What follows belongs to an exercise in optimizing a design on an open flow for small area, a short achievable clock period and few clock cycles; a production flow would make more cautious choices. Only simulation tests tie the RTL to the original design; equivalence was not proved. No activity file was given, so power comes from the tool's default toggle rates.

==> run B: inputs <==
## spindle
module spindle (
    input  wire        clk,
    input  wire        rst,           
    input  wire        start,         
    output wire        ready,         
    output reg         done,          
    output wire [9:0]  imem_addr,     
    input  wire [27:0] imem_rdata,    
    output reg         mem_req,
    output reg         mem_we,
    output reg  [1:0]  mem_space,     
    output reg  [13:0] mem_addr,
    output reg  [2:0]  mem_wstrb,     
    output wire [31:0] mem_wdata,
    input  wire        mem_ack,
    input  wire [31:0] mem_rdata,
    output reg         aux_valid,
    output reg  [3:0]  aux_code,
    output wire [3:0]  pred,
    output wire        flag_v,
    output wire        flag_dz
);
Settings: LEC_CHECK=0, ABC_AREA=1, CAP_MARGIN=20, CORE_MARGIN=2, CORE_UTILIZATION=50, SLEW_MARGIN=20, TNS_END_PERCENT=30; clock period 20.0 ns.
standard.sh (not shown) runs the stock make flow with config.mk's settings and CLKGATE_MAP_FILE= SYNTH_SCRIPT=/design/flow/synth_recipe.tcl, a recipe that flattens the netlist after the stock synthesis.
==> flow/flow/run.sh <==
#!/bin/bash
set -euo pipefail
bash standard.sh SETUP_SLACK_MARGIN=14 \
  "BUFFER_PORTS_ARGS=-buffer_cell sky130_fd_sc_hd__buf_4" \
  finish 2>&1 | tee flow_make.log
==> run H: changes against run B <==
--- a/flow/design.v
+++ b/flow/design.v
@@ -68,10 +68,12 @@
     reg        e_two;                     
     reg        e_s2w;                     
     reg        rup_r, rfit_r, rsgn_r;     
     reg        e_frev, e_frev2, e_fil, e_fil2, e_fz14, e_foreg;
     reg [4:0]  e_off, e_off2;
+    reg        e_fsq;                     
+    reg        e_fun;                     
     reg [2:0]  st;           
     reg        s2, s2_hi, s2_sat;    
     reg        bg;           
     reg [14:0] m_x;          
     reg [13:0] m_y;          
@@ -204,29 +206,30 @@
     wire [13:0] wB = YB[13:0];
     wire [4:0]  za = lzs28(XA);      
     wire [4:0]  zb = lzs28(YB);
     wire a_zero = (za == 5'd27) && !XA[27];
     wire       f_rev  = e_frev;
-    wire [4:0] f_off  = rpre_ok ? ir_d[4:0] : (e_foreg ? YB[4:0] : e_off);
-    wire [27:0] f_x   = e_div ? sq : XA;
+    wire       f_dr   = dv && rd_rndc && !(ev && e_fun);     
+    wire [4:0] f_off  = f_dr ? ir_d[4:0] : (e_foreg ? YB[4:0] : e_off);
+    wire [27:0] f_x   = e_fsq ? sq : XA;
     wire       f_fill = e_fil && XA[27];
     wire [27:0] f_xr  = {e_fz14 ? 14'd0 : f_x[27:14], f_x[13:0]};
     reg  [27:0] f_xrev;
     integer k;
     always @(*) for (k = 0; k < 28; k = k + 1) f_xrev[k] = f_x[27 - k];
-    wire [58:0] f_in  = (e_rndc || rpre_ok) ? {{3{acc[55]}}, acc[55:0]} :
+    wire [58:0] f_in  = (e_rndc || f_dr) ? {{3{acc[55]}}, acc[55:0]} :
                         f_rev  ? {31'd0, f_xrev} :
                                  {{31{f_fill}}, f_xr};
     wire [58:0] f_sh  = f_in >> f_off;
     wire [27:0] win   = f_sh[27:0];
     reg  [27:0] win_rev;
     always @(*) for (k = 0; k < 28; k = k + 1) win_rev[k] = win[27 - k];
     wire [27:0] f_out = f_rev ? win_rev : win;
     wire [4:0]  s_imm = fx[4:0];
-    wire        rpre_ok = dv && rd_rndc && !s2 && !bg &&
+    wire        rpre_ok = f_dr && !s2 && !bg &&
                           !(ev && (e_sh || e_lda || e_accw || e_mac || e_rndc || e_div));
-    wire [4:0]  s_rnd = rpre_ok ? ir_d[4:0] : fx[4:0];
+    wire [4:0]  s_rnd = f_dr ? ir_d[4:0] : fx[4:0];
     wire [29:0] acc_lo_or;       
     genvar gi;
     generate
         for (gi = 0; gi < 30; gi = gi + 1) begin : g_or
             if (gi == 0) begin : g0
@@ -269,13 +272,11 @@
     generate
         for (gi = 0; gi < 28; gi = gi + 1) begin : g_m
             assign qmask[gi] = (gi <= dk);
         end
     endgenerate
-    wire        d_st2 = e_div && (st == 3'd2);
-    wire        d_st3 = e_div && (st == 3'd3);
-    wire        d_st4 = e_div && (st == 3'd4);
+    wire        d_stq = e_div && (st == 3'd4);    
     wire [27:0] ax = (XA & {28{e_xs_a}}) | ({sr[26:0], qb_r} & {28{e_xs_d}});
     wire [27:0] ay = (YB  & {28{e_ys_b}}) |
                      ({{18{imm10[9]}}, imm10} & {28{e_ys_i}}) |
                      ((sq & qmask) & {28{e_ys_q}}) |
                      (sr & {28{e_ys_w}});
@@ -323,11 +324,29 @@
     wire [57:0] t1b = csa(pp[3], pp[4], pp[5]);
     wire [57:0] t2a = csa(t1a[28:0], t1a[57:29], t1b[28:0]);
     wire [57:0] t2b = csa(t1b[57:29], pp[6], pp[7]);
     wire [57:0] t3  = csa(t2a[28:0], t2a[57:29], t2b[28:0]);
     wire [57:0] t4  = csa(t3[28:0], t3[57:29], t2b[57:29]);
-    wire [28:0] prod = t4[28:0] + t4[57:29];
+    function [27:0] ks_add28;
+        input [27:0] a, b;
+        reg [27:0] g, p, gn, pn;
+        integer j, d;
+        begin
+            g = a & b;
+            p = a ^ b;
+            for (d = 1; d < 28; d = d * 2) begin
+                gn = g; pn = p;
+                for (j = d; j < 28; j = j + 1) begin
+                    gn[j] = g[j] | (p[j] & g[j-d]);
+                    pn[j] = p[j] & p[j-d];
+                end
+                g = gn; p = pn;
+            end
+            ks_add28 = (a ^ b) ^ {g[26:0], 1'b0};
+        end
+    endfunction
+    wire [27:0] prod = ks_add28(t4[27:0], t4[56:29]);
     wire [41:0] pm   = s2_hi ? {sq[27:0], 14'd0} : {{14{sq[27]}}, sq};
     wire [57:0] msum = {acc[56], acc} + {{16{pm[41]}}, pm};
     wire        movf = s2_sat && (msum[57:55] != 3'b000) && (msum[57:55] != 3'b111);
     wire [56:0] mval = movf ? (msum[57] ? {2'b11, 55'd0} : {2'b00, {55{1'b1}}}) : msum[56:0];
     reg rel_r;
@@ -383,14 +402,14 @@
             e_done = !s2;
         end else if (e_div) begin
             case (st)
                 3'd0:    e_done = !guard;
                 3'd1:    e_done = dspec;
-                3'd4:    e_done = 1'b1;
+                3'd5:    e_done = 1'b1;
                 default: e_done = 1'b0;
             endcase
-            done_next = (st == 3'd0) || (st == 3'd3);
+            done_next = (st == 3'd0) || (st == 3'd4);
         end
     end
     wire e_go     = run && ev && !memstall;          
     wire commit   = e_go && e_done;
     wire step     = e_go && !e_done;                 
@@ -456,12 +475,12 @@
             we_d = mem_req && (op == OP_LDLD || op == OP_LDBD || op == OP_IND);
         end
         if (e_div) begin
             case (st)
                 3'd1: begin rsel = R_DSP; we_d = dspec; end
-                3'd3: begin we_w = !e_divd; we_d = e_divd; widx = {fd[2:0], 1'b0}; end
-                3'd4: begin we_w = !e_divd; widx = {fd[2:0], 1'b1}; end
+                3'd4: begin we_w = !e_divd; we_d = e_divd; widx = {fd[2:0], 1'b0}; end
+                3'd5: begin we_w = !e_divd; widx = {fd[2:0], 1'b1}; end
                 default: ;
             endcase
         end
     end
     wire        r_sign  = e_rndc ? (rfit_r ? axi[27] : rsgn_r) : (e_sat14 ? sum[14] : axi[27]);
@@ -512,13 +531,13 @@
             OP_LDA:  vset = (st == 3'd0) && lda_ovf;
             OP_DIV, OP_DIVD: vset = (st == 3'd1) && dspec && !dbz && dovf;
             default: ;
         endcase
     end
-    wire [27:0] wres  = init ? 28'd0 : res;
-    wire [13:0] wodd  = (we_d || init) ? wres[27:14] : wres[13:0];
-    wire        f_en  = run && ev && guard && (e_done || d_st3);
+    wire [27:0] wres  = res;
+    wire [13:0] wodd  = we_d ? wres[27:14] : wres[13:0];
+    wire        f_en  = run && ev && guard && (e_done || d_stq);
     wire        f_w   = f_en && we_w;
     wire        f_d   = f_en && we_d;
     wire        wr_w  = f_w && !memstall;
     wire        wr_d  = f_d && !memstall;
     integer i;
@@ -553,11 +572,16 @@
             rd_bhi <= bfBs[0];
             rd_adw <= b_adw;
             rd_rndc <= (bop == OP_RNDC);
             rd_bdw <= b_bdw;
         end
-        if (d_move) begin
+        if (rst) begin
+            ir      <= 28'd0;
+            e_rsel  <= R_IMM;
+            e_div   <= 1'b0;
+            e_we_d  <= 1'b0;
+        end else if (d_move) begin
             ir      <= ir_d;
             XA      <= XA_n;
             YB      <= YB_n;
             e_g     <= d_g;
             e_xs_a  <= (dop != OP_RNDC);
@@ -595,28 +619,38 @@
             e_fil2  <= c_fil2;
             e_fz14  <= c_fz14;
             e_foreg <= c_foreg;
             e_off   <= c_off;
             e_off2  <= c_off2;
+            e_fsq   <= 1'b0;
+            e_fun   <= (dop >= OP_SHL && dop <= OP_SALD) || (dop == OP_LDA) || (dop == OP_RNDC && !rpre_ok);
         end else if (step) begin
-            if (st == 3'd0 && (e_lda || e_div)) begin
+            if (st == 3'd0 && e_lda) begin
                 e_frev  <= e_frev2;
                 e_fil   <= e_fil2;
                 e_foreg <= 1'b0;
-                e_off   <= e_div ? d_kc + 5'd1 : e_off2;
+                e_off   <= e_off2;
+            end
+            e_fsq <= (st == 3'd1) && e_div;
+            e_fun <= ((st == 3'd1) && e_div) || ((st == 3'd0) && e_lda) || ((st == 3'd0) && e_rndc && s2);
+            if (st == 3'd1 && e_div) begin
+                e_frev  <= 1'b0;
+                e_fil   <= 1'b0;
+                e_foreg <= 1'b0;
+                e_off   <= dk + 5'd1;
             end
             if (e_div) begin
                 case (st)
-                    3'd0: begin                       
+                    3'd1: begin                       
                         e_xs_a <= 1'b0; e_xs_d <= 1'b1; e_ys_b <= 1'b1;
                         e_inva <= 1'b0; e_invb <= 1'b1;
                     end
-                    3'd2: if (dcnt == 5'd0) begin     
+                    3'd3: if (dcnt == 5'd0) begin     
                         e_xs_d <= 1'b0; e_ys_b <= 1'b0; e_ys_q <= 1'b1;
                         e_invb <= 1'b0; e_invy <= dqneg; e_cin <= dqneg;
                     end
-                    3'd3: begin                       
+                    3'd4: begin                       
                         e_ys_q <= 1'b0; e_ys_w <= 1'b1;
                         e_invy <= daneg; e_cin <= daneg;
                     end
                     default: ;
                 endcase
@@ -695,12 +729,13 @@
                 if (e_two || (e_rndc && !s2)) st <= 3'd1;
                 if (e_div) begin
                     case (st)
                         3'd0: st <= 3'd1;
                         3'd1: st <= 3'd2;
-                        3'd2: if (dcnt == 5'd0) st <= 3'd3;
-                        3'd3: st <= 3'd4;
+                        3'd2: st <= 3'd3;
+                        3'd3: if (dcnt == 5'd0) st <= 3'd4;
+                        3'd4: st <= 3'd5;
                         default: ;
                     endcase
                 end
             end
             if (mem_req && mem_ack) mem_req <= 1'b0;
@@ -762,18 +797,18 @@
                     else if (lda_ovf) acc <= XA[27] ? {2'b11, 55'd0} : {2'b00, {55{1'b1}}};
                     else acc[56:28] <= {f_out[27], f_out};
                 end
                 if (e_divd && st == 3'd1 && dspec)
                     acc <= (dovf && !dbz) ? 57'd0 : {{29{XA[27]}}, XA};
-                if (e_divd && st == 3'd4)
+                if (e_divd && st == 3'd5)
                     acc <= {{29{sum[27]}}, sum};
             end
         end
     end
     always @(posedge clk) begin
-        if (a_exec && (e_mac || (e_mul && st == 3'd0) || (e_div && st <= 3'd2)))
-            sq <= !e_div ? prod[27:0] : ((st == 3'd0) ? sum : {sq[26:0], cout && st[1]});
+        if (a_exec && (e_mac || (e_mul && st == 3'd0) || (e_div && (st == 3'd0 || st == 3'd2 || st == 3'd3))))
+            sq <= !e_div ? prod[27:0] : ((st == 3'd0) ? sum : {sq[26:0], cout && st[0]});
         if (a_exec && e_div) qb_r <= sq[dk];
         if (a_exec && (e_mac || (e_mul && st == 3'd0))) begin
             s2_hi  <= m_hi;
             s2_sat <= !m_lo;
         end
@@ -790,20 +825,20 @@
         end
         if (a_exec && e_div) begin
             case (st)
                 3'd0: begin
                     dk     <= d_kc;
-                    dcnt   <= d_kc;
                     dqneg  <= d_aneg ^ d_bneg;
                     daneg  <= d_aneg;
                     dspec  <= d_bz || d_ovf || d_early;
                     dbz    <= d_bz;
                     dovf   <= d_ovf;
                     dazero <= a_zero;
                 end
-                3'd1: sr <= win;
-                3'd2: begin
+                3'd1: dcnt <= dk;
+                3'd2: sr <= win;
+                3'd3: begin
                     sr   <= cout ? sum : ax;
                     dcnt <= dcnt - 5'd1;
                 end
                 default: ;
             endcase
CAP_MARGIN = 30   (was 20)
SLEW_MARGIN = 25   (was 20)
==> comparison table <==
Result of the run: run B complete, no violations; run H complete, no violations
Post-synthesis instance area: run B 57,180 µm²; run H 57,620 µm²
Area share of fa/ha/maj cells after synthesis: run B 0.07846; run H 0.07831
Post-Syn Area per Cell: run B 6.925 µm²; run H 6.912 µm²
Post-DR vias/cell: run B 6.596; run H 6.619
Internal Dissipation: run B 2.368 mW; run H 2.515 mW
Maximum number of pins on one net before global-route repair: run B 87; run H 62
GR met1 Demand/Resource: run B 0.5943; run H 0.6432
Post-synthesis sequential element count: run B 640; run H 642
Standby leakage power: run B 28.75 nW; run H 29.50 nW
Final worst-path setup slack: run B 13.59 ns; run H 13.96 ns
Length of routed wiring on met1: run B 104.6 mm; run H 111.2 mm
Count of instances resized after the clock tree is built: run B 221; run H 187
Headroom to the max-slew limit: run B 0.1411; run H 0.2238
Clock network fraction of design power: run B 0.472; run H 0.408
Total net switching power: run B 0.8054 mW; run H 1.126 mW
Met3 GRT Util: run B 0.1652; run H 0.1859
CP dominant cell by count: run B nor2_4; run H fa_1
Layout area overhead: run B 14.90%; run H 15.14%
Met2 routing resource usage after global routing: run B 0.7250; run H 0.6885
Wire length per cell: run B 30.40 µm; run H 30.77 µm
Fmax: run B 0.1560 GHz; run H 0.1656 GHz
Total clock buffers created by CTS: run B 75; run H 76
Power attributed to sequential cells: run B 1.48 mW; run H 1.63 mW
Proportion of synthesized area in mux cells: run B 0.002473; run H 0.003149
Global Route Usage Sum: run B 0.4951; run H 0.5012
Testbench counts of run B, summed over its fixed seeds: cycles 34,386.
Testbench counts of run H, summed over its fixed seeds: cycles 34,592.

afterwards: timing with drivers on the ports:
The flow's constraints put no driver on any port. The routed layouts listed below were extracted and timed again, unchanged, in two steps.
Step 1, drivers: a clkbuf_16 drives clk and a buf_2 each remaining input, both assumed.
Step 2, shift: input delay + t, output delay - t, t = (earliest + latest rising clock arrival at the registers) / 2. This alone moves slack from input paths to output paths.
Three values: no drivers, after step 1, after step 2; two values: the first two.
| run | shift t [ns] | slack for setup (ns) | worst setup path at the end | clock arrival spread, ns | cell pins on the clock port's net |
|---|---|---|---|---|---|
| run B | 0.765 | 13.589 / 13.589 / 13.179 | input to register | 0.043 / 0.044 | 1 |
| run H | 0.762 | 13.960 / 13.960 / 13.252 | input to register | 0.083 / 0.084 | 1 |
After both steps every run listed still meets setup and hold. For run H, which loses most, drivers alone change the setup slack by 0.000 ns; drivers and shift together by -0.708 ns.
